This is an optimization exercise on Yosys and OpenROAD, whose aim is small area and a short achievable clock period, not a production implementation.
The RTL was checked by simulation tests, not by an equivalence proof against the original design.
Power is estimated from default activity; no workload was simulated.

==> flow/design.v (outline; a module is shown in full before it is edited, if it fits) <==
// module gx_cmac: 134 lines
// module cmac_tree: 1655 lines
// module cmac_acc: 388 lines
// module cmac_narrow: 214 lines
// module cmac_pp: 3 lines
// module cmac_pp0: 3 lines
// module cmac_pps: 3 lines
// module cmac_fa: 4 lines
// module cmac_ha: 4 lines
module gx_cmac (
    input  wire        clk,
    input  wire        rst,          
    input  wire        in_valid,
    input  wire        in_first,     
    input  wire        in_last,      
    input  wire        in_conj,      
    input  wire        in_sat,       
    input  wire [1:0]  in_mode,      
    input  wire [5:0]  in_shift,     
    input  wire [39:0] in_a,         
    input  wire [39:0] in_c,         
    output reg         out_valid,
    output reg  [19:0] out_re,
    output reg  [19:0] out_im,
    output reg         out_ov        
);
  // ...
==> flow/run.sh <==
#!/bin/bash
# synth_recipe.tcl (not shown) runs the flow's synth.tcl, then flattens the netlist and writes it again
# the make line also repeats each setting of config.mk as NAME=value (left out here)
make -C /OpenROAD-flow-scripts/flow DESIGN_CONFIG=/design/flow/config.mk WORK_HOME=/design/flow/orfs CLKGATE_MAP_FILE= SYNTH_SCRIPT=/design/flow/synth_recipe.tcl finish
==> flow/config.mk <==
export PLATFORM = sky130hd
export DESIGN_NAME = gx_cmac
export DESIGN_NICKNAME = gx_cmac
export VERILOG_FILES = /design/flow/design.v
export SDC_FILE = /design/flow/constraint.sdc
export NUM_CORES = 4
export LEC_CHECK = 0
export CAP_MARGIN = 20
export CORE_MARGIN = 2
export CORE_UTILIZATION = 40
export SLEW_MARGIN = 20
export SYNTH_HIERARCHICAL = 1
==> flow/constraint.sdc <==
create_clock -name core_clock -period 11.0 [get_ports {clk}]
set_input_delay 2.2000 -clock core_clock [delete_from_list [all_inputs] [get_ports {clk}]]
set_output_delay 2.2000 -clock core_clock [all_outputs]
set_load 0.01 [all_outputs]
==> impl_metrics.csv, run 1 <==
group,metric,value,unit
clock_network,htreeDepth,2,
floorplanning,die_w,396,µm
critical_path,r2r-start,"s1_first$_DFF_P_",
clock_network,cts.path.max_buffers,3,
sta,slew_violations,0,
global_route,gr-usage-met3,7.35,%
hold_path,hold_start,"s0_mode[1]$_DFF_P_",
logic_synthesis,syn_area_per_cell,11.1,µm²
pwr,leakage,23.1,nW
detailed_routing,ant_nets,0,
logic_synthesis,yosysWarnings,8,
pwr,p_sw,13.2,mW
hold_path,min_to,"s1_mode[1]$_DFF_P_",
clock_network,cts-root-buf,"clkbuf_16",
critical_path,slowest_stage,"a311o_2",
layout,drive_gt1_share,23.2,%
logic_synthesis,syn_inst,5532,
layout,multi_input_area,49600,µm²
placed_design,io_buffers,136,
critical_path,cp-endpoint,"acc_re[31]$_DFF_P_",
pwr,largestPowerGroup,"combinational logic",
pwr,cellPowerDensity,388,nW/µm²
critical_path,reg2reg_to,"acc_re[31]$_DFF_P_",
critical_path,path_buf_inv,1,
layout,clk_share,2.62,%
pwr,ir_worst_vdd,0.652,mV
floorplanning,io_pins,137,
detailed_routing,firstDrtPassIters,8,
global_route,grt.busiest_layer,"met2",
pwr,swShare,51.5,%
placed_design,globalplace.congestion,0.938,
floorplanning,nWellTaps,2044,
clock_network,cts-hold-fix-buffers,0,
status,status,"timing/DRC/antenna clean",
critical_path,end_kind,"register",
layout,syn_to_final_growth,7.41,%
layout,reg_top3,"acc_im: 48 flops, acc_re: 48 flops",
layout,bufAreaShareNonClock,3.56,%
==> module gx_cmac, before the edit <==
module gx_cmac (
    input  wire        clk,
    input  wire        rst,          
    input  wire        in_valid,
    input  wire        in_first,     
    input  wire        in_last,      
    input  wire        in_conj,      
    input  wire        in_sat,       
    input  wire [1:0]  in_mode,      
    input  wire [5:0]  in_shift,     
    input  wire [39:0] in_a,         
    input  wire [39:0] in_c,         
    output reg         out_valid,
    output reg  [19:0] out_re,
    output reg  [19:0] out_im,
    output reg         out_ov        
);
    wire [19:0] cr_v = in_valid ? in_c[19:0]  : 20'd0;
    wire [19:0] ci_v = in_valid ? in_c[39:20] : 20'd0;
    wire [20:0] cre_x = {cr_v, 1'b0};
    wire [20:0] cim_x = {ci_v, 1'b0};
    wire [9:0]  e_br_one, e_br_two, e_bi_one, e_bi_two;
    genvar g;
    generate
        for (g = 0; g < 10; g = g + 1) begin : booth
            assign e_br_one[g] = cre_x[2*g+1] ^ cre_x[2*g];
            assign e_br_two[g] = (cre_x[2*g+2] & ~cre_x[2*g+1] & ~cre_x[2*g]) |
                                 (~cre_x[2*g+2] & cre_x[2*g+1] & cre_x[2*g]);
            assign e_bi_one[g] = cim_x[2*g+1] ^ cim_x[2*g];
            assign e_bi_two[g] = (cim_x[2*g+2] & ~cim_x[2*g+1] & ~cim_x[2*g]) |
                                 (~cim_x[2*g+2] & cim_x[2*g+1] & cim_x[2*g]);
        end
    endgenerate
    reg        s0_vlast, s0_first, s0_sat;
    reg [1:0]  s0_mode;
    reg [5:0]  s0_shift;
    reg [19:0] a_re, a_im;
    reg [9:0]  br_one, br_two, br_neg, bi_one, bi_two, ni_re, ni_im;
    always @(posedge clk) begin
        if (rst)
            s0_vlast <= 1'b0;
        else
            s0_vlast <= in_valid & in_last;
        s0_first <= in_valid & in_first;
        s0_sat   <= in_sat;
        s0_mode  <= in_mode;
        s0_shift <= in_shift;
        a_re     <= in_a[19:0];
        a_im     <= in_a[39:20];
        br_one   <= e_br_one;
        br_two   <= e_br_two;
        br_neg   <= {cr_v[19], cr_v[17], cr_v[15], cr_v[13], cr_v[11], cr_v[9], cr_v[7], cr_v[5], cr_v[3], cr_v[1]};
        bi_one   <= e_bi_one;
        bi_two   <= e_bi_two;
        ni_re    <= {ci_v[19], ci_v[17], ci_v[15], ci_v[13], ci_v[11], ci_v[9], ci_v[7], ci_v[5], ci_v[3], ci_v[1]} ^ {10{~in_conj}};
        ni_im    <= {ci_v[19], ci_v[17], ci_v[15], ci_v[13], ci_v[11], ci_v[9], ci_v[7], ci_v[5], ci_v[3], ci_v[1]} ^ {10{in_conj}};
    end
    wire [48:0] t_re1, t_re2, t_im1, t_im2;
    cmac_tree u_tree_re (.m0(a_re), .m1(a_im), .p_one(br_one), .p_two(br_two), .p_neg(br_neg),
                         .q_one(bi_one), .q_two(bi_two), .q_neg(ni_re), .r1(t_re1), .r2(t_re2));
    cmac_tree u_tree_im (.m0(a_im), .m1(a_re), .p_one(br_one), .p_two(br_two), .p_neg(br_neg),
                         .q_one(bi_one), .q_two(bi_two), .q_neg(ni_im), .r1(t_im1), .r2(t_im2));
    reg [39:0] cs_re1;
    always @(posedge clk) begin
        cs_re1[39:0] <= t_re1[39:0];
    end
    reg [39:0] cs_re2;
    always @(posedge clk) begin
        cs_re2[39:0] <= t_re2[39:0];
    end
    reg [39:0] cs_im1;
    always @(posedge clk) begin
        cs_im1[39:0] <= t_im1[39:0];
    end
    reg [39:0] cs_im2;
    always @(posedge clk) begin
        cs_im2[39:0] <= t_im2[39:0];
    end
    wire [48:0] r_re1 = {1'b1, 1'b1, 1'b1, 1'b1, 1'b1, 1'b1, 1'b1, 1'b1, 1'b1, cs_re1[39], cs_re1[38], cs_re1[37], cs_re1[36], cs_re1[35], cs_re1[34], cs_re1[33], cs_re1[32], cs_re1[31], cs_re1[30], cs_re1[29], cs_re1[28], cs_re1[27], cs_re1[26], cs_re1[25], cs_re1[24], cs_re1[23], cs_re1[22], cs_re1[21], cs_re1[20], cs_re1[19], cs_re1[18], cs_re1[17], cs_re1[16], cs_re1[15], cs_re1[14], cs_re1[13], cs_re1[12], cs_re1[11], cs_re1[10], cs_re1[9], cs_re1[8], cs_re1[7], cs_re1[6], cs_re1[5], cs_re1[4], cs_re1[3], cs_re1[2], cs_re1[1], cs_re1[0]};
    wire [48:0] r_re2 = {1'b0, 1'b0, 1'b0, 1'b0, 1'b0, 1'b0, 1'b0, 1'b0, 1'b0, cs_re2[39], cs_re2[38], cs_re2[37], cs_re2[36], cs_re2[35], cs_re2[34], cs_re2[33], cs_re2[32], cs_re2[31], cs_re2[30], cs_re2[29], cs_re2[28], cs_re2[27], cs_re2[26], cs_re2[25], cs_re2[24], cs_re2[23], cs_re2[22], cs_re2[21], cs_re2[20], cs_re2[19], cs_re2[18], cs_re2[17], cs_re2[16], cs_re2[15], cs_re2[14], cs_re2[13], cs_re2[12], cs_re2[11], cs_re2[10], cs_re2[9], cs_re2[8], cs_re2[7], cs_re2[6], cs_re2[5], cs_re2[4], cs_re2[3], cs_re2[2], cs_re2[1], cs_re2[0]};
    wire [48:0] r_im1 = {1'b1, 1'b1, 1'b1, 1'b1, 1'b1, 1'b1, 1'b1, 1'b1, 1'b1, cs_im1[39], cs_im1[38], cs_im1[37], cs_im1[36], cs_im1[35], cs_im1[34], cs_im1[33], cs_im1[32], cs_im1[31], cs_im1[30], cs_im1[29], cs_im1[28], cs_im1[27], cs_im1[26], cs_im1[25], cs_im1[24], cs_im1[23], cs_im1[22], cs_im1[21], cs_im1[20], cs_im1[19], cs_im1[18], cs_im1[17], cs_im1[16], cs_im1[15], cs_im1[14], cs_im1[13], cs_im1[12], cs_im1[11], cs_im1[10], cs_im1[9], cs_im1[8], cs_im1[7], cs_im1[6], cs_im1[5], cs_im1[4], cs_im1[3], cs_im1[2], cs_im1[1], cs_im1[0]};
    wire [48:0] r_im2 = {1'b0, 1'b0, 1'b0, 1'b0, 1'b0, 1'b0, 1'b0, 1'b0, 1'b0, cs_im2[39], cs_im2[38], cs_im2[37], cs_im2[36], cs_im2[35], cs_im2[34], cs_im2[33], cs_im2[32], cs_im2[31], cs_im2[30], cs_im2[29], cs_im2[28], cs_im2[27], cs_im2[26], cs_im2[25], cs_im2[24], cs_im2[23], cs_im2[22], cs_im2[21], cs_im2[20], cs_im2[19], cs_im2[18], cs_im2[17], cs_im2[16], cs_im2[15], cs_im2[14], cs_im2[13], cs_im2[12], cs_im2[11], cs_im2[10], cs_im2[9], cs_im2[8], cs_im2[7], cs_im2[6], cs_im2[5], cs_im2[4], cs_im2[3], cs_im2[2], cs_im2[1], cs_im2[0]};
    reg        s1_vlast, s1_first, s1_sat;
    reg [1:0]  s1_mode;
    reg [5:0]  s1_shift;
    always @(posedge clk) begin
        if (rst)
            s1_vlast <= 1'b0;
        else
            s1_vlast <= s0_vlast;
        s1_first <= s0_first;
        s1_sat   <= s0_sat;
        s1_mode  <= s0_mode;
        s1_shift <= s0_shift;
    end
    reg  [47:0] acc_re, acc_im;
    reg         acc_ov;
    wire [48:0] sum_re, sum_im;      
    cmac_acc u_acc_re (.acc(acc_re), .first(s1_first), .r1(r_re1), .r2(r_re2), .sat(s1_sat), .sum(sum_re));
    cmac_acc u_acc_im (.acc(acc_im), .first(s1_first), .r1(r_im1), .r2(r_im2), .sat(s1_sat), .sum(sum_im));
    reg        s2_vlast, s2_sat;
    reg [1:0]  s2_mode;
    reg [5:0]  s2_shift;
    always @(posedge clk) begin
        if (rst)
            s2_vlast <= 1'b0;
        else
            s2_vlast <= s1_vlast;
        acc_re   <= sum_re[47:0];
        acc_im   <= sum_im[47:0];
        acc_ov   <= (s1_first ? 1'b0 : acc_ov) | sum_re[48] | sum_im[48];
        s2_sat   <= s1_sat;
        s2_mode  <= s1_mode;
        s2_shift <= s1_shift;
    end
    wire [47:0] th;
    generate
        for (g = 0; g < 48; g = g + 1) begin : therm
            assign th[g] = (s2_shift > g);
        end
    endgenerate
    wire [20:0] n_re, n_im;          
    cmac_narrow u_nar_re (.x(acc_re), .s(s2_shift), .th(th), .mode(s2_mode), .sat(s2_sat), .n(n_re));
    cmac_narrow u_nar_im (.x(acc_im), .s(s2_shift), .th(th), .mode(s2_mode), .sat(s2_sat), .n(n_im));
    always @(posedge clk) begin
        if (rst)
            out_valid <= 1'b0;
        else
            out_valid <= s2_vlast;
        out_re <= n_re[19:0];
        out_im <= n_im[19:0];
        out_ov <= acc_ov | n_re[20] | n_im[20];
    end
endmodule
==> run 2, diff against run 1 <==
--- a/flow/design.v
+++ b/flow/design.v
@@ -114,27 +114,56 @@
         s2_shift <= s1_shift;
     end
     wire [47:0] th;
     generate
         for (g = 0; g < 48; g = g + 1) begin : therm
             assign th[g] = (s2_shift > g);
         end
     endgenerate
+    wire [19:0] h_q_re, h_q_im;
+    wire        h_rb_re, h_rb_im, h_st_re, h_st_im, h_fit_re, h_fit_im;
+    cmac_nar_a u_na_re (.x(acc_re), .s(s2_shift), .th(th), .q(h_q_re), .rb(h_rb_re), .st(h_st_re), .fits(h_fit_re));
+    cmac_nar_a u_na_im (.x(acc_im), .s(s2_shift), .th(th), .q(h_q_im), .rb(h_rb_im), .st(h_st_im), .fits(h_fit_im));
+    reg        s3_vlast, s3_sat, s3_ov;
+    reg [1:0]  s3_mode;
+    reg [19:0] n_q_re, n_q_im;
+    reg        n_rb_re, n_rb_im, n_st_re, n_st_im, n_fit_re, n_fit_im, n_sg_re, n_sg_im;
+    always @(posedge clk) begin
+        if (rst)
+            s3_vlast <= 1'b0;
+        else
+            s3_vlast <= s2_vlast;
+        s3_sat   <= s2_sat;
+        s3_mode  <= s2_mode;
+        s3_ov    <= acc_ov;
+        n_q_re   <= h_q_re;
+        n_q_im   <= h_q_im;
+        n_rb_re  <= h_rb_re;
+        n_rb_im  <= h_rb_im;
+        n_st_re  <= h_st_re;
+        n_st_im  <= h_st_im;
+        n_fit_re <= h_fit_re;
+        n_fit_im <= h_fit_im;
+        n_sg_re  <= acc_re[47];
+        n_sg_im  <= acc_im[47];
+    end
     wire [20:0] n_re, n_im;          
-    cmac_narrow u_nar_re (.x(acc_re), .s(s2_shift), .th(th), .mode(s2_mode), .sat(s2_sat), .n(n_re));
-    cmac_narrow u_nar_im (.x(acc_im), .s(s2_shift), .th(th), .mode(s2_mode), .sat(s2_sat), .n(n_im));
+    cmac_nar_b u_nb_re (.q(n_q_re), .rb(n_rb_re), .st(n_st_re), .fits(n_fit_re), .sg(n_sg_re),
+                        .mode(s3_mode), .sat(s3_sat), .n(n_re));
+    cmac_nar_b u_nb_im (.q(n_q_im), .rb(n_rb_im), .st(n_st_im), .fits(n_fit_im), .sg(n_sg_im),
+                        .mode(s3_mode), .sat(s3_sat), .n(n_im));
     always @(posedge clk) begin
         if (rst)
             out_valid <= 1'b0;
         else
-            out_valid <= s2_vlast;
+            out_valid <= s3_vlast;
         out_re <= n_re[19:0];
         out_im <= n_im[19:0];
-        out_ov <= acc_ov | n_re[20] | n_im[20];
+        out_ov <= s3_ov | n_re[20] | n_im[20];
     end
 endmodule
 module cmac_tree (
     input  wire [19:0] m0,
     input  wire [19:0] m1,
     input  wire [9:0]  p_one,
     input  wire [9:0]  p_two,
     input  wire [9:0]  p_neg,
@@ -1889,304 +1918,401 @@
     wire as1311 = ~b[45];
     wire ac1312 = b[45];
     wire as1313 = ~b[46];
     wire ac1314 = b[46];
     wire as1315 = ~b[47];
     wire ac1316 = b[47];
     wire as1317 = ~b[48];
     wire ac1318 = b[48];
-    wire g1319 = as1221 & 1'b0;
-    wire p1368 = as1221 ^ 1'b0;
-    wire g1320 = as1223 & ac1222;
-    wire p1369 = as1223 ^ ac1222;
-    wire g1321 = as1225 & ac1224;
-    wire p1370 = as1225 ^ ac1224;
-    wire g1322 = as1227 & ac1226;
-    wire p1371 = as1227 ^ ac1226;
-    wire g1323 = as1229 & ac1228;
-    wire p1372 = as1229 ^ ac1228;
-    wire g1324 = as1231 & ac1230;
-    wire p1373 = as1231 ^ ac1230;
-    wire g1325 = as1233 & ac1232;
-    wire p1374 = as1233 ^ ac1232;
-    wire g1326 = as1235 & ac1234;
-    wire p1375 = as1235 ^ ac1234;
-    wire g1327 = as1237 & ac1236;
-    wire p1376 = as1237 ^ ac1236;
-    wire g1328 = as1239 & ac1238;
-    wire p1377 = as1239 ^ ac1238;
-    wire g1329 = as1241 & ac1240;
-    wire p1378 = as1241 ^ ac1240;
-    wire g1330 = as1243 & ac1242;
-    wire p1379 = as1243 ^ ac1242;
-    wire g1331 = as1245 & ac1244;
-    wire p1380 = as1245 ^ ac1244;
-    wire g1332 = as1247 & ac1246;
-    wire p1381 = as1247 ^ ac1246;
-    wire g1333 = as1249 & ac1248;
-    wire p1382 = as1249 ^ ac1248;
-    wire g1334 = as1251 & ac1250;
-    wire p1383 = as1251 ^ ac1250;
-    wire g1335 = as1253 & ac1252;
-    wire p1384 = as1253 ^ ac1252;
-    wire g1336 = as1255 & ac1254;
-    wire p1385 = as1255 ^ ac1254;
-    wire g1337 = as1257 & ac1256;
-    wire p1386 = as1257 ^ ac1256;
-    wire g1338 = as1259 & ac1258;
-    wire p1387 = as1259 ^ ac1258;
-    wire g1339 = as1261 & ac1260;
-    wire p1388 = as1261 ^ ac1260;
-    wire g1340 = as1263 & ac1262;
-    wire p1389 = as1263 ^ ac1262;
-    wire g1341 = as1265 & ac1264;
-    wire p1390 = as1265 ^ ac1264;
-    wire g1342 = as1267 & ac1266;
-    wire p1391 = as1267 ^ ac1266;
-    wire g1343 = as1269 & ac1268;
-    wire p1392 = as1269 ^ ac1268;
-    wire g1344 = as1271 & ac1270;
-    wire p1393 = as1271 ^ ac1270;
-    wire g1345 = as1273 & ac1272;
-    wire p1394 = as1273 ^ ac1272;
-    wire g1346 = as1275 & ac1274;
-    wire p1395 = as1275 ^ ac1274;
-    wire g1347 = as1277 & ac1276;
-    wire p1396 = as1277 ^ ac1276;
-    wire g1348 = as1279 & ac1278;
-    wire p1397 = as1279 ^ ac1278;
-    wire g1349 = as1281 & ac1280;
-    wire p1398 = as1281 ^ ac1280;
-    wire g1350 = as1283 & ac1282;
-    wire p1399 = as1283 ^ ac1282;
-    wire g1351 = as1285 & ac1284;
-    wire p1400 = as1285 ^ ac1284;
-    wire g1352 = as1287 & ac1286;
-    wire p1401 = as1287 ^ ac1286;
-    wire g1353 = as1289 & ac1288;
-    wire p1402 = as1289 ^ ac1288;
-    wire g1354 = as1291 & ac1290;
-    wire p1403 = as1291 ^ ac1290;
-    wire g1355 = as1293 & ac1292;
-    wire p1404 = as1293 ^ ac1292;
-    wire g1356 = as1295 & ac1294;
-    wire p1405 = as1295 ^ ac1294;
-    wire g1357 = as1297 & ac1296;
-    wire p1406 = as1297 ^ ac1296;
-    wire g1358 = as1299 & ac1298;
-    wire p1407 = as1299 ^ ac1298;
-    wire g1359 = as1301 & ac1300;
-    wire p1408 = as1301 ^ ac1300;
-    wire g1360 = as1303 & ac1302;
-    wire p1409 = as1303 ^ ac1302;
-    wire g1361 = as1305 & ac1304;
-    wire p1410 = as1305 ^ ac1304;
-    wire g1362 = as1307 & ac1306;
-    wire p1411 = as1307 ^ ac1306;
-    wire g1363 = as1309 & ac1308;
-    wire p1412 = as1309 ^ ac1308;
-    wire g1364 = as1311 & ac1310;
-    wire p1413 = as1311 ^ ac1310;
-    wire g1365 = as1313 & ac1312;
-    wire p1414 = as1313 ^ ac1312;
-    wire g1366 = as1315 & ac1314;
-    wire p1415 = as1315 ^ ac1314;
-    wire g1367 = as1317 & ac1316;
-    wire p1416 = as1317 ^ ac1316;
-    wire G1417 = g1320 | (p1369 & g1319);
-    wire P1418 = p1369 & p1368;
-    wire G1419 = g1322 | (p1371 & g1321);
-    wire P1420 = p1371 & p1370;
-    wire G1421 = g1324 | (p1373 & g1323);
-    wire P1422 = p1373 & p1372;
-    wire G1423 = g1326 | (p1375 & g1325);
-    wire P1424 = p1375 & p1374;
-    wire G1425 = g1328 | (p1377 & g1327);
-    wire P1426 = p1377 & p1376;
-    wire G1427 = g1330 | (p1379 & g1329);
-    wire P1428 = p1379 & p1378;
-    wire G1429 = g1332 | (p1381 & g1331);
-    wire P1430 = p1381 & p1380;
-    wire G1431 = g1334 | (p1383 & g1333);
-    wire P1432 = p1383 & p1382;
-    wire G1433 = g1336 | (p1385 & g1335);
-    wire P1434 = p1385 & p1384;
-    wire G1435 = g1338 | (p1387 & g1337);
-    wire P1436 = p1387 & p1386;
-    wire G1437 = g1340 | (p1389 & g1339);
-    wire P1438 = p1389 & p1388;
-    wire G1439 = g1342 | (p1391 & g1341);
-    wire P1440 = p1391 & p1390;
-    wire G1441 = g1344 | (p1393 & g1343);
-    wire P1442 = p1393 & p1392;
-    wire G1443 = g1346 | (p1395 & g1345);
-    wire P1444 = p1395 & p1394;
-    wire G1445 = g1348 | (p1397 & g1347);
-    wire P1446 = p1397 & p1396;
-    wire G1447 = g1350 | (p1399 & g1349);
-    wire P1448 = p1399 & p1398;
-    wire G1449 = g1352 | (p1401 & g1351);
-    wire P1450 = p1401 & p1400;
-    wire G1451 = g1354 | (p1403 & g1353);
-    wire P1452 = p1403 & p1402;
-    wire G1453 = g1356 | (p1405 & g1355);
-    wire P1454 = p1405 & p1404;
-    wire G1455 = g1358 | (p1407 & g1357);
-    wire P1456 = p1407 & p1406;
-    wire G1457 = g1360 | (p1409 & g1359);
-    wire P1458 = p1409 & p1408;
-    wire G1459 = g1362 | (p1411 & g1361);
-    wire P1460 = p1411 & p1410;
-    wire G1461 = g1364 | (p1413 & g1363);
-    wire P1462 = p1413 & p1412;
-    wire G1463 = g1366 | (p1415 & g1365);
-    wire P1464 = p1415 & p1414;
-    wire G1465 = G1419 | (P1420 & G1417);
-    wire P1466 = P1420 & P1418;
-    wire G1467 = G1423 | (P1424 & G1421);
-    wire P1468 = P1424 & P1422;
-    wire G1469 = G1427 | (P1428 & G1425);
-    wire P1470 = P1428 & P1426;
-    wire G1471 = G1431 | (P1432 & G1429);
-    wire P1472 = P1432 & P1430;
-    wire G1473 = G1435 | (P1436 & G1433);
-    wire P1474 = P1436 & P1434;
-    wire G1475 = G1439 | (P1440 & G1437);
-    wire P1476 = P1440 & P1438;
-    wire G1477 = G1443 | (P1444 & G1441);
-    wire P1478 = P1444 & P1442;
-    wire G1479 = G1447 | (P1448 & G1445);
-    wire P1480 = P1448 & P1446;
-    wire G1481 = G1451 | (P1452 & G1449);
-    wire P1482 = P1452 & P1450;
-    wire G1483 = G1455 | (P1456 & G1453);
-    wire P1484 = P1456 & P1454;
-    wire G1485 = G1459 | (P1460 & G1457);
-    wire P1486 = P1460 & P1458;
-    wire G1487 = G1463 | (P1464 & G1461);
-    wire P1488 = P1464 & P1462;
-    wire G1489 = G1467 | (P1468 & G1465);
-    wire P1490 = P1468 & P1466;
-    wire G1491 = G1471 | (P1472 & G1469);
-    wire P1492 = P1472 & P1470;
-    wire G1493 = G1475 | (P1476 & G1473);
-    wire P1494 = P1476 & P1474;
-    wire G1495 = G1479 | (P1480 & G1477);
-    wire P1496 = P1480 & P1478;
-    wire G1497 = G1483 | (P1484 & G1481);
-    wire P1498 = P1484 & P1482;
-    wire G1499 = G1487 | (P1488 & G1485);
-    wire P1500 = P1488 & P1486;
-    wire G1501 = G1491 | (P1492 & G1489);
-    wire P1502 = P1492 & P1490;
-    wire G1503 = G1495 | (P1496 & G1493);
-    wire P1504 = P1496 & P1494;
-    wire G1505 = G1499 | (P1500 & G1497);
-    wire P1506 = P1500 & P1498;
-    wire G1507 = G1503 | (P1504 & G1501);
-    wire P1508 = P1504 & P1502;
-    wire G1509 = G1505 | (P1506 & G1507);
-    wire P1510 = P1506 & P1508;
-    wire G1511 = G1493 | (P1494 & G1501);
-    wire P1512 = P1494 & P1502;
-    wire G1513 = G1497 | (P1498 & G1507);
-    wire P1514 = P1498 & P1508;
-    wire G1515 = G1469 | (P1470 & G1489);
-    wire P1516 = P1470 & P1490;
-    wire G1517 = G1473 | (P1474 & G1501);
-    wire P1518 = P1474 & P1502;
-    wire G1519 = G1477 | (P1478 & G1511);
-    wire P1520 = P1478 & P1512;
-    wire G1521 = G1481 | (P1482 & G1507);
-    wire P1522 = P1482 & P1508;
-    wire G1523 = G1485 | (P1486 & G1513);
-    wire P1524 = P1486 & P1514;
-    wire G1525 = G1421 | (P1422 & G1465);
-    wire P1526 = P1422 & P1466;
-    wire G1527 = G1425 | (P1426 & G1489);
-    wire P1528 = P1426 & P1490;
-    wire G1529 = G1429 | (P1430 & G1515);
-    wire P1530 = P1430 & P1516;
-    wire G1531 = G1433 | (P1434 & G1501);
-    wire P1532 = P1434 & P1502;
-    wire G1533 = G1437 | (P1438 & G1517);
-    wire P1534 = P1438 & P1518;
-    wire G1535 = G1441 | (P1442 & G1511);
-    wire P1536 = P1442 & P1512;
-    wire G1537 = G1445 | (P1446 & G1519);
-    wire P1538 = P1446 & P1520;
-    wire G1539 = G1449 | (P1450 & G1507);
-    wire P1540 = P1450 & P1508;
-    wire G1541 = G1453 | (P1454 & G1521);
-    wire P1542 = P1454 & P1522;
-    wire G1543 = G1457 | (P1458 & G1513);
-    wire P1544 = P1458 & P1514;
-    wire G1545 = G1461 | (P1462 & G1523);
-    wire P1546 = P1462 & P1524;
-    wire G1547 = g1321 | (p1370 & G1417);
-    wire P1548 = p1370 & P1418;
-    wire G1549 = g1323 | (p1372 & G1465);
-    wire P1550 = p1372 & P1466;
-    wire G1551 = g1325 | (p1374 & G1525);
-    wire P1552 = p1374 & P1526;
-    wire G1553 = g1327 | (p1376 & G1489);
-    wire P1554 = p1376 & P1490;
-    wire G1555 = g1329 | (p1378 & G1527);
-    wire P1556 = p1378 & P1528;
-    wire G1557 = g1331 | (p1380 & G1515);
-    wire P1558 = p1380 & P1516;
-    wire G1559 = g1333 | (p1382 & G1529);
-    wire P1560 = p1382 & P1530;
-    wire G1561 = g1335 | (p1384 & G1501);
-    wire P1562 = p1384 & P1502;
-    wire G1563 = g1337 | (p1386 & G1531);
-    wire P1564 = p1386 & P1532;
-    wire G1565 = g1339 | (p1388 & G1517);
-    wire P1566 = p1388 & P1518;
-    wire G1567 = g1341 | (p1390 & G1533);
-    wire P1568 = p1390 & P1534;
-    wire G1569 = g1343 | (p1392 & G1511);
-    wire P1570 = p1392 & P1512;
-    wire G1571 = g1345 | (p1394 & G1535);
-    wire P1572 = p1394 & P1536;
-    wire G1573 = g1347 | (p1396 & G1519);
-    wire P1574 = p1396 & P1520;
-    wire G1575 = g1349 | (p1398 & G1537);
-    wire P1576 = p1398 & P1538;
-    wire G1577 = g1351 | (p1400 & G1507);
-    wire P1578 = p1400 & P1508;
-    wire G1579 = g1353 | (p1402 & G1539);
-    wire P1580 = p1402 & P1540;
-    wire G1581 = g1355 | (p1404 & G1521);
-    wire P1582 = p1404 & P1522;
-    wire G1583 = g1357 | (p1406 & G1541);
-    wire P1584 = p1406 & P1542;
-    wire G1585 = g1359 | (p1408 & G1513);
-    wire P1586 = p1408 & P1514;
-    wire G1587 = g1361 | (p1410 & G1543);
-    wire P1588 = p1410 & P1544;
-    wire G1589 = g1363 | (p1412 & G1523);
-    wire P1590 = p1412 & P1524;
-    wire G1591 = g1365 | (p1414 & G1545);
-    wire P1592 = p1414 & P1546;
-    wire G1593 = g1367 | (p1416 & G1509);
-    wire P1594 = p1416 & P1510;
-    wire [48:0] x = {(p1416 ^ G1509), (p1415 ^ G1591), (p1414 ^ G1545), (p1413 ^ G1589), (p1412 ^ G1523), (p1411 ^ G1587), (p1410 ^ G1543), (p1409 ^ G1585), (p1408 ^ G1513), (p1407 ^ G1583), (p1406 ^ G1541), (p1405 ^ G1581), (p1404 ^ G1521), (p1403 ^ G1579), (p1402 ^ G1539), (p1401 ^ G1577), (p1400 ^ G1507), (p1399 ^ G1575), (p1398 ^ G1537), (p1397 ^ G1573), (p1396 ^ G1519), (p1395 ^ G1571), (p1394 ^ G1535), (p1393 ^ G1569), (p1392 ^ G1511), (p1391 ^ G1567), (p1390 ^ G1533), (p1389 ^ G1565), (p1388 ^ G1517), (p1387 ^ G1563), (p1386 ^ G1531), (p1385 ^ G1561), (p1384 ^ G1501), (p1383 ^ G1559), (p1382 ^ G1529), (p1381 ^ G1557), (p1380 ^ G1515), (p1379 ^ G1555), (p1378 ^ G1527), (p1377 ^ G1553), (p1376 ^ G1489), (p1375 ^ G1551), (p1374 ^ G1525), (p1373 ^ G1549), (p1372 ^ G1465), (p1371 ^ G1547), (p1370 ^ G1417), (p1369 ^ g1319), p1368};
+    wire g1319, p1368;
+    cmac_ha u_p1368 (.a(as1221), .b(1'b0), .s(p1368), .co(g1319));
+    wire g1320, p1369;
+    cmac_ha u_p1369 (.a(as1223), .b(ac1222), .s(p1369), .co(g1320));
+    wire g1321, p1370;
+    cmac_ha u_p1370 (.a(as1225), .b(ac1224), .s(p1370), .co(g1321));
+    wire g1322, p1371;
+    cmac_ha u_p1371 (.a(as1227), .b(ac1226), .s(p1371), .co(g1322));
+    wire g1323, p1372;
+    cmac_ha u_p1372 (.a(as1229), .b(ac1228), .s(p1372), .co(g1323));
+    wire g1324, p1373;
+    cmac_ha u_p1373 (.a(as1231), .b(ac1230), .s(p1373), .co(g1324));
+    wire g1325, p1374;
+    cmac_ha u_p1374 (.a(as1233), .b(ac1232), .s(p1374), .co(g1325));
+    wire g1326, p1375;
+    cmac_ha u_p1375 (.a(as1235), .b(ac1234), .s(p1375), .co(g1326));
+    wire g1327, p1376;
+    cmac_ha u_p1376 (.a(as1237), .b(ac1236), .s(p1376), .co(g1327));
+    wire g1328, p1377;
+    cmac_ha u_p1377 (.a(as1239), .b(ac1238), .s(p1377), .co(g1328));
+    wire g1329, p1378;
+    cmac_ha u_p1378 (.a(as1241), .b(ac1240), .s(p1378), .co(g1329));
+    wire g1330, p1379;
+    cmac_ha u_p1379 (.a(as1243), .b(ac1242), .s(p1379), .co(g1330));
+    wire g1331, p1380;
+    cmac_ha u_p1380 (.a(as1245), .b(ac1244), .s(p1380), .co(g1331));
+    wire g1332, p1381;
+    cmac_ha u_p1381 (.a(as1247), .b(ac1246), .s(p1381), .co(g1332));
+    wire g1333, p1382;
+    cmac_ha u_p1382 (.a(as1249), .b(ac1248), .s(p1382), .co(g1333));
+    wire g1334, p1383;
+    cmac_ha u_p1383 (.a(as1251), .b(ac1250), .s(p1383), .co(g1334));
+    wire g1335, p1384;
+    cmac_ha u_p1384 (.a(as1253), .b(ac1252), .s(p1384), .co(g1335));
+    wire g1336, p1385;
+    cmac_ha u_p1385 (.a(as1255), .b(ac1254), .s(p1385), .co(g1336));
+    wire g1337, p1386;
+    cmac_ha u_p1386 (.a(as1257), .b(ac1256), .s(p1386), .co(g1337));
+    wire g1338, p1387;
+    cmac_ha u_p1387 (.a(as1259), .b(ac1258), .s(p1387), .co(g1338));
+    wire g1339, p1388;
+    cmac_ha u_p1388 (.a(as1261), .b(ac1260), .s(p1388), .co(g1339));
+    wire g1340, p1389;
+    cmac_ha u_p1389 (.a(as1263), .b(ac1262), .s(p1389), .co(g1340));
+    wire g1341, p1390;
+    cmac_ha u_p1390 (.a(as1265), .b(ac1264), .s(p1390), .co(g1341));
+    wire g1342, p1391;
+    cmac_ha u_p1391 (.a(as1267), .b(ac1266), .s(p1391), .co(g1342));
+    wire g1343, p1392;
+    cmac_ha u_p1392 (.a(as1269), .b(ac1268), .s(p1392), .co(g1343));
+    wire g1344, p1393;
+    cmac_ha u_p1393 (.a(as1271), .b(ac1270), .s(p1393), .co(g1344));
+    wire g1345, p1394;
+    cmac_ha u_p1394 (.a(as1273), .b(ac1272), .s(p1394), .co(g1345));
+    wire g1346, p1395;
+    cmac_ha u_p1395 (.a(as1275), .b(ac1274), .s(p1395), .co(g1346));
+    wire g1347, p1396;
+    cmac_ha u_p1396 (.a(as1277), .b(ac1276), .s(p1396), .co(g1347));
+    wire g1348, p1397;
+    cmac_ha u_p1397 (.a(as1279), .b(ac1278), .s(p1397), .co(g1348));
+    wire g1349, p1398;
+    cmac_ha u_p1398 (.a(as1281), .b(ac1280), .s(p1398), .co(g1349));
+    wire g1350, p1399;
+    cmac_ha u_p1399 (.a(as1283), .b(ac1282), .s(p1399), .co(g1350));
+    wire g1351, p1400;
+    cmac_ha u_p1400 (.a(as1285), .b(ac1284), .s(p1400), .co(g1351));
+    wire g1352, p1401;
+    cmac_ha u_p1401 (.a(as1287), .b(ac1286), .s(p1401), .co(g1352));
+    wire g1353, p1402;
+    cmac_ha u_p1402 (.a(as1289), .b(ac1288), .s(p1402), .co(g1353));
+    wire g1354, p1403;
+    cmac_ha u_p1403 (.a(as1291), .b(ac1290), .s(p1403), .co(g1354));
+    wire g1355, p1404;
+    cmac_ha u_p1404 (.a(as1293), .b(ac1292), .s(p1404), .co(g1355));
+    wire g1356, p1405;
+    cmac_ha u_p1405 (.a(as1295), .b(ac1294), .s(p1405), .co(g1356));
+    wire g1357, p1406;
+    cmac_ha u_p1406 (.a(as1297), .b(ac1296), .s(p1406), .co(g1357));
+    wire g1358, p1407;
+    cmac_ha u_p1407 (.a(as1299), .b(ac1298), .s(p1407), .co(g1358));
+    wire g1359, p1408;
+    cmac_ha u_p1408 (.a(as1301), .b(ac1300), .s(p1408), .co(g1359));
+    wire g1360, p1409;
+    cmac_ha u_p1409 (.a(as1303), .b(ac1302), .s(p1409), .co(g1360));
+    wire g1361, p1410;
+    cmac_ha u_p1410 (.a(as1305), .b(ac1304), .s(p1410), .co(g1361));
+    wire g1362, p1411;
+    cmac_ha u_p1411 (.a(as1307), .b(ac1306), .s(p1411), .co(g1362));
+    wire g1363, p1412;
+    cmac_ha u_p1412 (.a(as1309), .b(ac1308), .s(p1412), .co(g1363));
+    wire g1364, p1413;
+    cmac_ha u_p1413 (.a(as1311), .b(ac1310), .s(p1413), .co(g1364));
+    wire g1365, p1414;
+    cmac_ha u_p1414 (.a(as1313), .b(ac1312), .s(p1414), .co(g1365));
+    wire g1366, p1415;
+    cmac_ha u_p1415 (.a(as1315), .b(ac1314), .s(p1415), .co(g1366));
+    wire g1367, p1416;
+    cmac_ha u_p1416 (.a(as1317), .b(ac1316), .s(p1416), .co(g1367));
+    wire G1417;
+    cmac_g u_G1417 (.g1(g1320), .p1(p1369), .g0(g1319), .g(G1417));
+    wire G1418, P1419;
+    cmac_gp u_G1418 (.g1(g1322), .p1(p1371), .g0(g1321), .p0(p1370), .g(G1418), .p(P1419));
+    wire G1420, P1421;
+    cmac_gp u_G1420 (.g1(g1324), .p1(p1373), .g0(g1323), .p0(p1372), .g(G1420), .p(P1421));
+    wire G1422, P1423;
+    cmac_gp u_G1422 (.g1(g1326), .p1(p1375), .g0(g1325), .p0(p1374), .g(G1422), .p(P1423));
+    wire G1424, P1425;
+    cmac_gp u_G1424 (.g1(g1328), .p1(p1377), .g0(g1327), .p0(p1376), .g(G1424), .p(P1425));
+    wire G1426, P1427;
+    cmac_gp u_G1426 (.g1(g1330), .p1(p1379), .g0(g1329), .p0(p1378), .g(G1426), .p(P1427));
+    wire G1428, P1429;
+    cmac_gp u_G1428 (.g1(g1332), .p1(p1381), .g0(g1331), .p0(p1380), .g(G1428), .p(P1429));
+    wire G1430, P1431;
+    cmac_gp u_G1430 (.g1(g1334), .p1(p1383), .g0(g1333), .p0(p1382), .g(G1430), .p(P1431));
+    wire G1432, P1433;
+    cmac_gp u_G1432 (.g1(g1336), .p1(p1385), .g0(g1335), .p0(p1384), .g(G1432), .p(P1433));
+    wire G1434, P1435;
+    cmac_gp u_G1434 (.g1(g1338), .p1(p1387), .g0(g1337), .p0(p1386), .g(G1434), .p(P1435));
+    wire G1436, P1437;
+    cmac_gp u_G1436 (.g1(g1340), .p1(p1389), .g0(g1339), .p0(p1388), .g(G1436), .p(P1437));
+    wire G1438, P1439;
+    cmac_gp u_G1438 (.g1(g1342), .p1(p1391), .g0(g1341), .p0(p1390), .g(G1438), .p(P1439));
+    wire G1440, P1441;
+    cmac_gp u_G1440 (.g1(g1344), .p1(p1393), .g0(g1343), .p0(p1392), .g(G1440), .p(P1441));
+    wire G1442, P1443;
+    cmac_gp u_G1442 (.g1(g1346), .p1(p1395), .g0(g1345), .p0(p1394), .g(G1442), .p(P1443));
+    wire G1444, P1445;
+    cmac_gp u_G1444 (.g1(g1348), .p1(p1397), .g0(g1347), .p0(p1396), .g(G1444), .p(P1445));
+    wire G1446, P1447;
+    cmac_gp u_G1446 (.g1(g1350), .p1(p1399), .g0(g1349), .p0(p1398), .g(G1446), .p(P1447));
+    wire G1448, P1449;
+    cmac_gp u_G1448 (.g1(g1352), .p1(p1401), .g0(g1351), .p0(p1400), .g(G1448), .p(P1449));
+    wire G1450, P1451;
+    cmac_gp u_G1450 (.g1(g1354), .p1(p1403), .g0(g1353), .p0(p1402), .g(G1450), .p(P1451));
+    wire G1452, P1453;
+    cmac_gp u_G1452 (.g1(g1356), .p1(p1405), .g0(g1355), .p0(p1404), .g(G1452), .p(P1453));
+    wire G1454, P1455;
+    cmac_gp u_G1454 (.g1(g1358), .p1(p1407), .g0(g1357), .p0(p1406), .g(G1454), .p(P1455));
+    wire G1456, P1457;
+    cmac_gp u_G1456 (.g1(g1360), .p1(p1409), .g0(g1359), .p0(p1408), .g(G1456), .p(P1457));
+    wire G1458, P1459;
+    cmac_gp u_G1458 (.g1(g1362), .p1(p1411), .g0(g1361), .p0(p1410), .g(G1458), .p(P1459));
+    wire G1460, P1461;
+    cmac_gp u_G1460 (.g1(g1364), .p1(p1413), .g0(g1363), .p0(p1412), .g(G1460), .p(P1461));
+    wire G1462, P1463;
+    cmac_gp u_G1462 (.g1(g1366), .p1(p1415), .g0(g1365), .p0(p1414), .g(G1462), .p(P1463));
+    wire G1464, P1465;
+    cmac_gp u_G1464 (.g1(G1462), .p1(P1463), .g0(G1460), .p0(P1461), .g(G1464), .p(P1465));
+    wire G1466, P1467;
+    cmac_gp u_G1466 (.g1(G1460), .p1(P1461), .g0(G1458), .p0(P1459), .g(G1466), .p(P1467));
+    wire G1468, P1469;
+    cmac_gp u_G1468 (.g1(G1458), .p1(P1459), .g0(G1456), .p0(P1457), .g(G1468), .p(P1469));
+    wire G1470, P1471;
+    cmac_gp u_G1470 (.g1(G1456), .p1(P1457), .g0(G1454), .p0(P1455), .g(G1470), .p(P1471));
+    wire G1472, P1473;
+    cmac_gp u_G1472 (.g1(G1454), .p1(P1455), .g0(G1452), .p0(P1453), .g(G1472), .p(P1473));
+    wire G1474, P1475;
+    cmac_gp u_G1474 (.g1(G1452), .p1(P1453), .g0(G1450), .p0(P1451), .g(G1474), .p(P1475));
+    wire G1476, P1477;
+    cmac_gp u_G1476 (.g1(G1450), .p1(P1451), .g0(G1448), .p0(P1449), .g(G1476), .p(P1477));
+    wire G1478, P1479;
+    cmac_gp u_G1478 (.g1(G1448), .p1(P1449), .g0(G1446), .p0(P1447), .g(G1478), .p(P1479));
+    wire G1480, P1481;
+    cmac_gp u_G1480 (.g1(G1446), .p1(P1447), .g0(G1444), .p0(P1445), .g(G1480), .p(P1481));
+    wire G1482, P1483;
+    cmac_gp u_G1482 (.g1(G1444), .p1(P1445), .g0(G1442), .p0(P1443), .g(G1482), .p(P1483));
+    wire G1484, P1485;
+    cmac_gp u_G1484 (.g1(G1442), .p1(P1443), .g0(G1440), .p0(P1441), .g(G1484), .p(P1485));
+    wire G1486, P1487;
+    cmac_gp u_G1486 (.g1(G1440), .p1(P1441), .g0(G1438), .p0(P1439), .g(G1486), .p(P1487));
+    wire G1488, P1489;
+    cmac_gp u_G1488 (.g1(G1438), .p1(P1439), .g0(G1436), .p0(P1437), .g(G1488), .p(P1489));
+    wire G1490, P1491;
+    cmac_gp u_G1490 (.g1(G1436), .p1(P1437), .g0(G1434), .p0(P1435), .g(G1490), .p(P1491));
+    wire G1492, P1493;
+    cmac_gp u_G1492 (.g1(G1434), .p1(P1435), .g0(G1432), .p0(P1433), .g(G1492), .p(P1493));
+    wire G1494, P1495;
+    cmac_gp u_G1494 (.g1(G1432), .p1(P1433), .g0(G1430), .p0(P1431), .g(G1494), .p(P1495));
+    wire G1496, P1497;
+    cmac_gp u_G1496 (.g1(G1430), .p1(P1431), .g0(G1428), .p0(P1429), .g(G1496), .p(P1497));
+    wire G1498, P1499;
+    cmac_gp u_G1498 (.g1(G1428), .p1(P1429), .g0(G1426), .p0(P1427), .g(G1498), .p(P1499));
+    wire G1500, P1501;
+    cmac_gp u_G1500 (.g1(G1426), .p1(P1427), .g0(G1424), .p0(P1425), .g(G1500), .p(P1501));
+    wire G1502, P1503;
+    cmac_gp u_G1502 (.g1(G1424), .p1(P1425), .g0(G1422), .p0(P1423), .g(G1502), .p(P1503));
+    wire G1504, P1505;
+    cmac_gp u_G1504 (.g1(G1422), .p1(P1423), .g0(G1420), .p0(P1421), .g(G1504), .p(P1505));
+    wire G1506, P1507;
+    cmac_gp u_G1506 (.g1(G1420), .p1(P1421), .g0(G1418), .p0(P1419), .g(G1506), .p(P1507));
+    wire G1508;
+    cmac_g u_G1508 (.g1(G1418), .p1(P1419), .g0(G1417), .g(G1508));
+    wire G1509, P1510;
+    cmac_gp u_G1509 (.g1(G1464), .p1(P1465), .g0(G1468), .p0(P1469), .g(G1509), .p(P1510));
+    wire G1511, P1512;
+    cmac_gp u_G1511 (.g1(G1466), .p1(P1467), .g0(G1470), .p0(P1471), .g(G1511), .p(P1512));
+    wire G1513, P1514;
+    cmac_gp u_G1513 (.g1(G1468), .p1(P1469), .g0(G1472), .p0(P1473), .g(G1513), .p(P1514));
+    wire G1515, P1516;
+    cmac_gp u_G1515 (.g1(G1470), .p1(P1471), .g0(G1474), .p0(P1475), .g(G1515), .p(P1516));
+    wire G1517, P1518;
+    cmac_gp u_G1517 (.g1(G1472), .p1(P1473), .g0(G1476), .p0(P1477), .g(G1517), .p(P1518));
+    wire G1519, P1520;
+    cmac_gp u_G1519 (.g1(G1474), .p1(P1475), .g0(G1478), .p0(P1479), .g(G1519), .p(P1520));
+    wire G1521, P1522;
+    cmac_gp u_G1521 (.g1(G1476), .p1(P1477), .g0(G1480), .p0(P1481), .g(G1521), .p(P1522));
+    wire G1523, P1524;
+    cmac_gp u_G1523 (.g1(G1478), .p1(P1479), .g0(G1482), .p0(P1483), .g(G1523), .p(P1524));
+    wire G1525, P1526;
+    cmac_gp u_G1525 (.g1(G1480), .p1(P1481), .g0(G1484), .p0(P1485), .g(G1525), .p(P1526));
+    wire G1527, P1528;
+    cmac_gp u_G1527 (.g1(G1482), .p1(P1483), .g0(G1486), .p0(P1487), .g(G1527), .p(P1528));
+    wire G1529, P1530;
+    cmac_gp u_G1529 (.g1(G1484), .p1(P1485), .g0(G1488), .p0(P1489), .g(G1529), .p(P1530));
+    wire G1531, P1532;
+    cmac_gp u_G1531 (.g1(G1486), .p1(P1487), .g0(G1490), .p0(P1491), .g(G1531), .p(P1532));
+    wire G1533, P1534;
+    cmac_gp u_G1533 (.g1(G1488), .p1(P1489), .g0(G1492), .p0(P1493), .g(G1533), .p(P1534));
+    wire G1535, P1536;
+    cmac_gp u_G1535 (.g1(G1490), .p1(P1491), .g0(G1494), .p0(P1495), .g(G1535), .p(P1536));
+    wire G1537, P1538;
+    cmac_gp u_G1537 (.g1(G1492), .p1(P1493), .g0(G1496), .p0(P1497), .g(G1537), .p(P1538));
+    wire G1539, P1540;
+    cmac_gp u_G1539 (.g1(G1494), .p1(P1495), .g0(G1498), .p0(P1499), .g(G1539), .p(P1540));
+    wire G1541, P1542;
+    cmac_gp u_G1541 (.g1(G1496), .p1(P1497), .g0(G1500), .p0(P1501), .g(G1541), .p(P1542));
+    wire G1543, P1544;
+    cmac_gp u_G1543 (.g1(G1498), .p1(P1499), .g0(G1502), .p0(P1503), .g(G1543), .p(P1544));
+    wire G1545, P1546;
+    cmac_gp u_G1545 (.g1(G1500), .p1(P1501), .g0(G1504), .p0(P1505), .g(G1545), .p(P1546));
+    wire G1547, P1548;
+    cmac_gp u_G1547 (.g1(G1502), .p1(P1503), .g0(G1506), .p0(P1507), .g(G1547), .p(P1548));
+    wire G1549;
+    cmac_g u_G1549 (.g1(G1504), .p1(P1505), .g0(G1508), .g(G1549));
+    wire G1550;
+    cmac_g u_G1550 (.g1(G1506), .p1(P1507), .g0(G1417), .g(G1550));
+    wire G1551, P1552;
+    cmac_gp u_G1551 (.g1(G1509), .p1(P1510), .g0(G1517), .p0(P1518), .g(G1551), .p(P1552));
+    wire G1553, P1554;
+    cmac_gp u_G1553 (.g1(G1511), .p1(P1512), .g0(G1519), .p0(P1520), .g(G1553), .p(P1554));
+    wire G1555, P1556;
+    cmac_gp u_G1555 (.g1(G1513), .p1(P1514), .g0(G1521), .p0(P1522), .g(G1555), .p(P1556));
+    wire G1557, P1558;
+    cmac_gp u_G1557 (.g1(G1515), .p1(P1516), .g0(G1523), .p0(P1524), .g(G1557), .p(P1558));
+    wire G1559, P1560;
+    cmac_gp u_G1559 (.g1(G1517), .p1(P1518), .g0(G1525), .p0(P1526), .g(G1559), .p(P1560));
+    wire G1561, P1562;
+    cmac_gp u_G1561 (.g1(G1519), .p1(P1520), .g0(G1527), .p0(P1528), .g(G1561), .p(P1562));
+    wire G1563, P1564;
+    cmac_gp u_G1563 (.g1(G1521), .p1(P1522), .g0(G1529), .p0(P1530), .g(G1563), .p(P1564));
+    wire G1565, P1566;
+    cmac_gp u_G1565 (.g1(G1523), .p1(P1524), .g0(G1531), .p0(P1532), .g(G1565), .p(P1566));
+    wire G1567, P1568;
+    cmac_gp u_G1567 (.g1(G1525), .p1(P1526), .g0(G1533), .p0(P1534), .g(G1567), .p(P1568));
+    wire G1569, P1570;
+    cmac_gp u_G1569 (.g1(G1527), .p1(P1528), .g0(G1535), .p0(P1536), .g(G1569), .p(P1570));
+    wire G1571, P1572;
+    cmac_gp u_G1571 (.g1(G1529), .p1(P1530), .g0(G1537), .p0(P1538), .g(G1571), .p(P1572));
+    wire G1573, P1574;
+    cmac_gp u_G1573 (.g1(G1531), .p1(P1532), .g0(G1539), .p0(P1540), .g(G1573), .p(P1574));
+    wire G1575, P1576;
+    cmac_gp u_G1575 (.g1(G1533), .p1(P1534), .g0(G1541), .p0(P1542), .g(G1575), .p(P1576));
+    wire G1577, P1578;
+    cmac_gp u_G1577 (.g1(G1535), .p1(P1536), .g0(G1543), .p0(P1544), .g(G1577), .p(P1578));
+    wire G1579, P1580;
+    cmac_gp u_G1579 (.g1(G1537), .p1(P1538), .g0(G1545), .p0(P1546), .g(G1579), .p(P1580));
+    wire G1581, P1582;
+    cmac_gp u_G1581 (.g1(G1539), .p1(P1540), .g0(G1547), .p0(P1548), .g(G1581), .p(P1582));
+    wire G1583;
+    cmac_g u_G1583 (.g1(G1541), .p1(P1542), .g0(G1549), .g(G1583));
+    wire G1584;
+    cmac_g u_G1584 (.g1(G1543), .p1(P1544), .g0(G1550), .g(G1584));
+    wire G1585;
+    cmac_g u_G1585 (.g1(G1545), .p1(P1546), .g0(G1508), .g(G1585));
+    wire G1586;
+    cmac_g u_G1586 (.g1(G1547), .p1(P1548), .g0(G1417), .g(G1586));
+    wire G1587, P1588;
+    cmac_gp u_G1587 (.g1(G1551), .p1(P1552), .g0(G1567), .p0(P1568), .g(G1587), .p(P1588));
+    wire G1589, P1590;
+    cmac_gp u_G1589 (.g1(G1553), .p1(P1554), .g0(G1569), .p0(P1570), .g(G1589), .p(P1590));
+    wire G1591, P1592;
+    cmac_gp u_G1591 (.g1(G1555), .p1(P1556), .g0(G1571), .p0(P1572), .g(G1591), .p(P1592));
+    wire G1593, P1594;
+    cmac_gp u_G1593 (.g1(G1557), .p1(P1558), .g0(G1573), .p0(P1574), .g(G1593), .p(P1594));
+    wire G1595, P1596;
+    cmac_gp u_G1595 (.g1(G1559), .p1(P1560), .g0(G1575), .p0(P1576), .g(G1595), .p(P1596));
+    wire G1597, P1598;
+    cmac_gp u_G1597 (.g1(G1561), .p1(P1562), .g0(G1577), .p0(P1578), .g(G1597), .p(P1598));
+    wire G1599, P1600;
+    cmac_gp u_G1599 (.g1(G1563), .p1(P1564), .g0(G1579), .p0(P1580), .g(G1599), .p(P1600));
+    wire G1601, P1602;
+    cmac_gp u_G1601 (.g1(G1565), .p1(P1566), .g0(G1581), .p0(P1582), .g(G1601), .p(P1602));
+    wire G1603;
+    cmac_g u_G1603 (.g1(G1567), .p1(P1568), .g0(G1583), .g(G1603));
+    wire G1604;
+    cmac_g u_G1604 (.g1(G1569), .p1(P1570), .g0(G1584), .g(G1604));
+    wire G1605;
+    cmac_g u_G1605 (.g1(G1571), .p1(P1572), .g0(G1585), .g(G1605));
+    wire G1606;
+    cmac_g u_G1606 (.g1(G1573), .p1(P1574), .g0(G1586), .g(G1606));
+    wire G1607;
+    cmac_g u_G1607 (.g1(G1575), .p1(P1576), .g0(G1549), .g(G1607));
+    wire G1608;
+    cmac_g u_G1608 (.g1(G1577), .p1(P1578), .g0(G1550), .g(G1608));
+    wire G1609;
+    cmac_g u_G1609 (.g1(G1579), .p1(P1580), .g0(G1508), .g(G1609));
+    wire G1610;
+    cmac_g u_G1610 (.g1(G1581), .p1(P1582), .g0(G1417), .g(G1610));
+    wire G1611;
+    cmac_g u_G1611 (.g1(G1587), .p1(P1588), .g0(G1583), .g(G1611));
+    wire G1612;
+    cmac_g u_G1612 (.g1(G1589), .p1(P1590), .g0(G1584), .g(G1612));
+    wire G1613;
+    cmac_g u_G1613 (.g1(G1591), .p1(P1592), .g0(G1585), .g(G1613));
+    wire G1614;
+    cmac_g u_G1614 (.g1(G1593), .p1(P1594), .g0(G1586), .g(G1614));
+    wire G1615;
+    cmac_g u_G1615 (.g1(G1595), .p1(P1596), .g0(G1549), .g(G1615));
+    wire G1616;
+    cmac_g u_G1616 (.g1(G1597), .p1(P1598), .g0(G1550), .g(G1616));
+    wire G1617;
+    cmac_g u_G1617 (.g1(G1599), .p1(P1600), .g0(G1508), .g(G1617));
+    wire G1618;
+    cmac_g u_G1618 (.g1(G1601), .p1(P1602), .g0(G1417), .g(G1618));
+    wire G1619;
+    cmac_g u_G1619 (.g1(g1321), .p1(p1370), .g0(G1417), .g(G1619));
+    wire G1620;
+    cmac_g u_G1620 (.g1(g1323), .p1(p1372), .g0(G1508), .g(G1620));
+    wire G1621;
+    cmac_g u_G1621 (.g1(g1325), .p1(p1374), .g0(G1550), .g(G1621));
+    wire G1622;
+    cmac_g u_G1622 (.g1(g1327), .p1(p1376), .g0(G1549), .g(G1622));
+    wire G1623;
+    cmac_g u_G1623 (.g1(g1329), .p1(p1378), .g0(G1586), .g(G1623));
+    wire G1624;
+    cmac_g u_G1624 (.g1(g1331), .p1(p1380), .g0(G1585), .g(G1624));
+    wire G1625;
+    cmac_g u_G1625 (.g1(g1333), .p1(p1382), .g0(G1584), .g(G1625));
+    wire G1626;
+    cmac_g u_G1626 (.g1(g1335), .p1(p1384), .g0(G1583), .g(G1626));
+    wire G1627;
+    cmac_g u_G1627 (.g1(g1337), .p1(p1386), .g0(G1610), .g(G1627));
+    wire G1628;
+    cmac_g u_G1628 (.g1(g1339), .p1(p1388), .g0(G1609), .g(G1628));
+    wire G1629;
+    cmac_g u_G1629 (.g1(g1341), .p1(p1390), .g0(G1608), .g(G1629));
+    wire G1630;
+    cmac_g u_G1630 (.g1(g1343), .p1(p1392), .g0(G1607), .g(G1630));
+    wire G1631;
+    cmac_g u_G1631 (.g1(g1345), .p1(p1394), .g0(G1606), .g(G1631));
+    wire G1632;
+    cmac_g u_G1632 (.g1(g1347), .p1(p1396), .g0(G1605), .g(G1632));
+    wire G1633;
+    cmac_g u_G1633 (.g1(g1349), .p1(p1398), .g0(G1604), .g(G1633));
+    wire G1634;
+    cmac_g u_G1634 (.g1(g1351), .p1(p1400), .g0(G1603), .g(G1634));
+    wire G1635;
+    cmac_g u_G1635 (.g1(g1353), .p1(p1402), .g0(G1618), .g(G1635));
+    wire G1636;
+    cmac_g u_G1636 (.g1(g1355), .p1(p1404), .g0(G1617), .g(G1636));
+    wire G1637;
+    cmac_g u_G1637 (.g1(g1357), .p1(p1406), .g0(G1616), .g(G1637));
+    wire G1638;
+    cmac_g u_G1638 (.g1(g1359), .p1(p1408), .g0(G1615), .g(G1638));
+    wire G1639;
+    cmac_g u_G1639 (.g1(g1361), .p1(p1410), .g0(G1614), .g(G1639));
+    wire G1640;
+    cmac_g u_G1640 (.g1(g1363), .p1(p1412), .g0(G1613), .g(G1640));
+    wire G1641;
+    cmac_g u_G1641 (.g1(g1365), .p1(p1414), .g0(G1612), .g(G1641));
+    wire G1642;
+    cmac_g u_G1642 (.g1(g1367), .p1(p1416), .g0(G1611), .g(G1642));
+    wire [48:0] x = {(p1416 ^ G1611), (p1415 ^ G1641), (p1414 ^ G1612), (p1413 ^ G1640), (p1412 ^ G1613), (p1411 ^ G1639), (p1410 ^ G1614), (p1409 ^ G1638), (p1408 ^ G1615), (p1407 ^ G1637), (p1406 ^ G1616), (p1405 ^ G1636), (p1404 ^ G1617), (p1403 ^ G1635), (p1402 ^ G1618), (p1401 ^ G1634), (p1400 ^ G1603), (p1399 ^ G1633), (p1398 ^ G1604), (p1397 ^ G1632), (p1396 ^ G1605), (p1395 ^ G1631), (p1394 ^ G1606), (p1393 ^ G1630), (p1392 ^ G1607), (p1391 ^ G1629), (p1390 ^ G1608), (p1389 ^ G1628), (p1388 ^ G1609), (p1387 ^ G1627), (p1386 ^ G1610), (p1385 ^ G1626), (p1384 ^ G1583), (p1383 ^ G1625), (p1382 ^ G1584), (p1381 ^ G1624), (p1380 ^ G1585), (p1379 ^ G1623), (p1378 ^ G1586), (p1377 ^ G1622), (p1376 ^ G1549), (p1375 ^ G1621), (p1374 ^ G1550), (p1373 ^ G1620), (p1372 ^ G1508), (p1371 ^ G1619), (p1370 ^ G1417), (p1369 ^ g1319), p1368};
     wire ovf = x[48] ^ x[47];
     assign sum[48]   = ovf;
     assign sum[47:0] = (ovf & sat) ? {x[48], {47{~x[48]}}} : x[47:0];
 endmodule
-module cmac_narrow (
+module cmac_nar_a (
     input  wire [47:0] x,
     input  wire [5:0]  s,
     input  wire [47:0] th,
-    input  wire [1:0]  mode,
-    input  wire        sat,
-    output wire [20:0] n
+    output wire [19:0] q,
+    output wire        rb,
+    output wire        st,
+    output wire        fits
 );
     wire [48:0] v = {x, 1'b0};
     wire [48:0] l32;
     assign l32[0] = s[5] ? v[32] : v[0];
     assign l32[1] = s[5] ? v[33] : v[1];
     assign l32[2] = s[5] ? v[34] : v[2];
     assign l32[3] = s[5] ? v[35] : v[3];
     assign l32[4] = s[5] ? v[36] : v[4];
@@ -2366,33 +2492,44 @@
     assign l1[14] = s[0] ? l2[15] : l2[14];
     assign l1[15] = s[0] ? l2[16] : l2[15];
     assign l1[16] = s[0] ? l2[17] : l2[16];
     assign l1[17] = s[0] ? l2[18] : l2[17];
     assign l1[18] = s[0] ? l2[19] : l2[18];
     assign l1[19] = s[0] ? l2[20] : l2[19];
     assign l1[20] = s[0] ? l2[21] : l2[20];
     wire [20:0] sh = l1;
-    wire [19:0] q  = sh[20:1];
-    wire        rb = sh[0];
-    wire        st = |(x[45:0] & th[46:1]);
-    wire        fits = ~|((x[46:19] ^ {28{x[47]}}) & ~th[27:0]);
+    assign q    = sh[20:1];
+    assign rb   = sh[0];
+    assign st   = |(x[45:0] & th[46:1]);
+    assign fits = ~|((x[46:19] ^ {28{x[47]}}) & ~th[27:0]);
+endmodule
+module cmac_nar_b (
+    input  wire [19:0] q,
+    input  wire        rb,
+    input  wire        st,
+    input  wire        fits,
+    input  wire        sg,           
+    input  wire [1:0]  mode,
+    input  wire        sat,
+    output wire [20:0] n
+);
     reg         up;
     always @(*) begin
         case (mode)
             2'd0:    up = 1'b0;
             2'd1:    up = rb;
             2'd2:    up = rb & (st | q[0]);
-            default: up = x[47] & (rb | st);
+            default: up = sg & (rb | st);
         endcase
     end
     wire [19:0] y  = q + {19'd0, up};
     wire        ov = ~fits | (up & ~q[19] & (&q[18:0]));
     assign n[20]   = ov;
-    assign n[19:0] = (ov & sat) ? {x[47], {19{~x[47]}}} : y;
+    assign n[19:0] = (ov & sat) ? {sg, {19{~sg}}} : y;
 endmodule
 module cmac_pp (input wire one, input wire two, input wire m0, input wire m1, input wire neg, output wire p);
     assign p = ((one & m0) | (two & m1)) ^ neg;
 endmodule
 module cmac_pp0 (input wire one, input wire m0, input wire neg, output wire p);
     assign p = (one & m0) ^ neg;
 endmodule
 module cmac_pps (input wire one, input wire two, input wire m0, input wire neg, output wire p);
@@ -2401,8 +2538,15 @@
 module cmac_fa (input wire a, input wire b, input wire c, output wire s, output wire co);
     assign s  = a ^ b ^ c;
     assign co = (a & b) | (a & c) | (b & c);
 endmodule
 module cmac_ha (input wire a, input wire b, output wire s, output wire co);
     assign s  = a ^ b;
     assign co = a & b;
 endmodule
+module cmac_gp (input wire g1, input wire p1, input wire g0, input wire p0, output wire g, output wire p);
+    assign g = g1 | (p1 & g0);
+    assign p = p1 & p0;
+endmodule
+module cmac_g (input wire g1, input wire p1, input wire g0, output wire g);
+    assign g = g1 | (p1 & g0);
+endmodule
==> run 2 against run 1 <==
  * Clock power rose by 22%
  * Combinational power rose by 11%
  * Clock-buffer cell count rose by 3
  * Critical path type unchanged
==> impl_metrics.csv, run 2 <==
group,metric,value,unit
status,status,"timing/DRC/antenna clean",
critical_path,crit_type,"reg -> reg",
layout,fillers,15100,
sta,setup_ws,5.93,ns
critical_path,slowest_stage,"dfxtp_4",
floorplanning,core.rowCount,146,
floorplanning,die_w,402,µm
detailed_routing,met1_length,96.5,mm
detailed_routing,routed_via_density,6.31,
clock_network,cts_tree,"built",
critical_path,crit_chain,"buf_4 -> nor2b_1 -> fa_1 -> ha_1 -> and2_1 -> a21o_1 -> a21o_1 -> a21o_1 -> a21o_1 -> a21o_1 -> a21o_1 -> xor2_2 -> nand3_2 -> buf_4 -> o211ai_1",
clock_network,cts_buffers,59,
logic_synthesis,syn_inst,5622,
global_route,grt_pass1_wl,343,mm
detailed_routing,routed_wl,233,mm
global_route,track_usage,28.2,%
clock_network,htreeDepth,2,
sta,fmaxAchievable,197,MHz
detailed_routing,met2_length,99.2,mm
layout,final_common_cell,"xnor2_1",
floorplanning,die-area,162000,µm²
detailed_routing,drtIter0Drc,5856,
critical_path,critPathRequiredTime,11.62,ns
global_route,grt_antenna_before_repair,12,
hold_path,hold_class,"reg -> reg",
sta,slew_violations,0,
placed_design,hpwl,149,mm
sta,worst_pin_slew,1.14,ns
sta,rsz0062_at_grt,"no",
detailed_routing,route.detailed.drc,0,
detailed_routing,post_drt_wl_per_cell,30.0,µm
critical_path,critPathMaxStageDelay,0.71,ns
sta,fin_tns_setup,0,ns
placed_design,io_buffers,136,
sta,period_needed,5.07,ns
clock_network,cts-hold-fix-buffers,0,
detailed_routing,firstDrtPassIters,8,
global_route,grt_max_degree,79,
clock_network,cts_num_sinks,494,
floorplanning,core-area,158000,µm²
logic_synthesis,synth_fp_nets,6691,
critical_path,cpMostUsedCell,"a21o_1",
critical_path,crit_path_max_fanout,49,
detailed_routing,dr_wl_met3,24.2,mm
logic_synthesis,yosysWarnings,8,
placed_design,globalplace.congestion,0.914,
critical_path,end_kind,"register",
logic_synthesis,netlist_area,63400,µm²
layout,finalNetCount,6698,
floorplanning,die_h,402,µm
layout,syn_to_final_growth,8.08,%
floorplanning,io_pins,137,
sta,finClkSkew,0.0519,ns
global_route,grt_overflow,0,
clock_network,postCtsSetupRepairBufs,0,
detailed_routing,routed.top_layer,"met5",
clock_network,insertion_delay,0.71,ns
logic_synthesis,syn_area_per_cell,11.3,µm²
sta,setup_viol,0,
sta,finalHoldViolations,0,
job,cap_violations,0,
global_route,grt_pass1_vias,51500,
sta,slew_headroom,23.8,%
placed_design,pre_cts_ws,5.90,ns
clock_network,cts-root-buf,"clkbuf_16",
floorplanning,start_util,40.2,%
pwr,leakage,25.1,nW
critical_path,critPathLaunchType,"register",
clock_network,cts.path.max_buffers,3,
detailed_routing,ant_nets,0,
layout,drive_gt1_share,25.2,%
clock_network,clkTransAtPathRegs,0.06,ns
layout,reg_top3,"acc_im: 48 flops, acc_re: 48 flops",
clock_network,ctsResizeCount,0,
sta,finalCritPeriodShare,46.1,%
critical_path,cp.arrival,5.69,ns
pwr,ir_worst_vdd,0.426,mV
pwr,cellPowerDensity,418,nW/µm²
detailed_routing,vias,48900,
layout,final_cell_mix,"914 x xnor2_1, 808 x fa_1, 762 x a22oi_2",
run 2: changes by cell type in the layout (fill, tap and decap cells not counted), moves of 54 or more:
| cell | before | now |
|---|---|---|
| a21o_1 | 22 | 278 |
| and2_1 | 43 | 223 |
| nand2_1 | 202 | 130 |
| xnor2_1 | 834 | 914 |
| inv_1 | 254 | 150 |
| a21oi_1 | 154 | 46 |
| o21ai_0 | 77 | 23 |
| or2_2 | 10 | 96 |
run 2: critical path: cells and delay by family, from the launching register on:
family | cells | cell delay [ns]
compound gates | 7 | 1.26
xor+xnor | 1 | 0.26
fa+ha+maj | 2 | 0.81
buf+inv | 2 | 1.03
flops | 1 | 0.71
simple gates | 3 | 0.88
run 2: per-stage QoR:
stage | utilization [%] | hold WS [ns] | total power [mW] | instances | instance area (µm²)
floorplan | - | 0.310 | 23.6 | 5622 | 63400
global placement | 42.1 | 0.313 | 25.7 | 7639 | 66400
detailed placement | 42.1 | 0.312 | 26.1 | 7639 | 66400
CTS | 43.4 | 0.326 | 28.4 | 7749 | 68500
global route | 43.4 | 0.332 | 30.9 | 7750 | 68500
finish | 43.4 | 0.326 | 28.6 | 7751 | 68500
run 2: area by class of cell:
cell class,count,area [µm²],area share (%)
timing repair buffer,269,2350,3.43
multi-input combinational,4647,50800,74.2
tap,2072,2590,3.78
sequential,494,10000,14.6
antenna,1,2.50,0.00365
inverter,158,593,0.865
clock buffer,71,1590,2.32
clock inverter,39,549,0.801
run 2: worst paths after layout:
path	slack, ns	startpoint	cells after the start	to
setup reg to reg	5.93	s1_first$_DFF_P_	15	acc_re[17]$_DFF_P_
hold / removal	0.33	s1_shift[3]$_DFF_P_	0	s2_shift[3]$_DFF_P_
hold reg to reg	0.33	s1_shift[3]$_DFF_P_	0	s2_shift[3]$_DFF_P_
setup / recovery	5.93	s1_first$_DFF_P_	15	acc_re[17]$_DFF_P_
run 2: routing by layer:
metal  vias to the layer above  GRT usage [%]
li1                      20100              -
met2                      3283           42.6
met1                     24700           38.2
met5                         -          0.208
met3                       880           6.61
met4                         2           12.8
run 2: power breakdown:
| part | leakage [nW] | internal (mW) | switching (mW) |
|---|---|---|---|
| combinational | 19.9 | 10.2 | 12.1 |
| sequential | 4.17 | 2.95 | 1.19 |
| clock | 1.02 | 1.28 | 0.892 |

==> port drivers added, routing unchanged <==
No port has a modelled driver above. Below, the same layouts with a new extraction and two added sets of constraints.
Step 1 (the two cells are an assumption about what drives the block):
set clk [get_ports {clk}]
set_driving_cell -lib_cell sky130_fd_sc_hd__clkbuf_16 $clk
set_driving_cell -lib_cell sky130_fd_sc_hd__buf_2 [delete_from_list [all_inputs] $clk]
Step 2 also shifts input and output timing later by t, the mid clock arrival at the registers, as if the neighbouring blocks saw the same clock.
Slacks: ideal ports / drivers / drivers and shift; pairs: ideal ports / drivers.
run	t, ns	setup slack, ns	clock arrival spread, ns	slew at the worst register clock pin (ns)
run 1	0.740	5.238 / 5.238 / 5.238	0.058 / 0.058	0.07 / 0.07
run 2	0.770	5.926 / 5.926 / 5.926	0.054 / 0.055	0.08 / 0.08
After both steps every run listed still meets setup and hold.
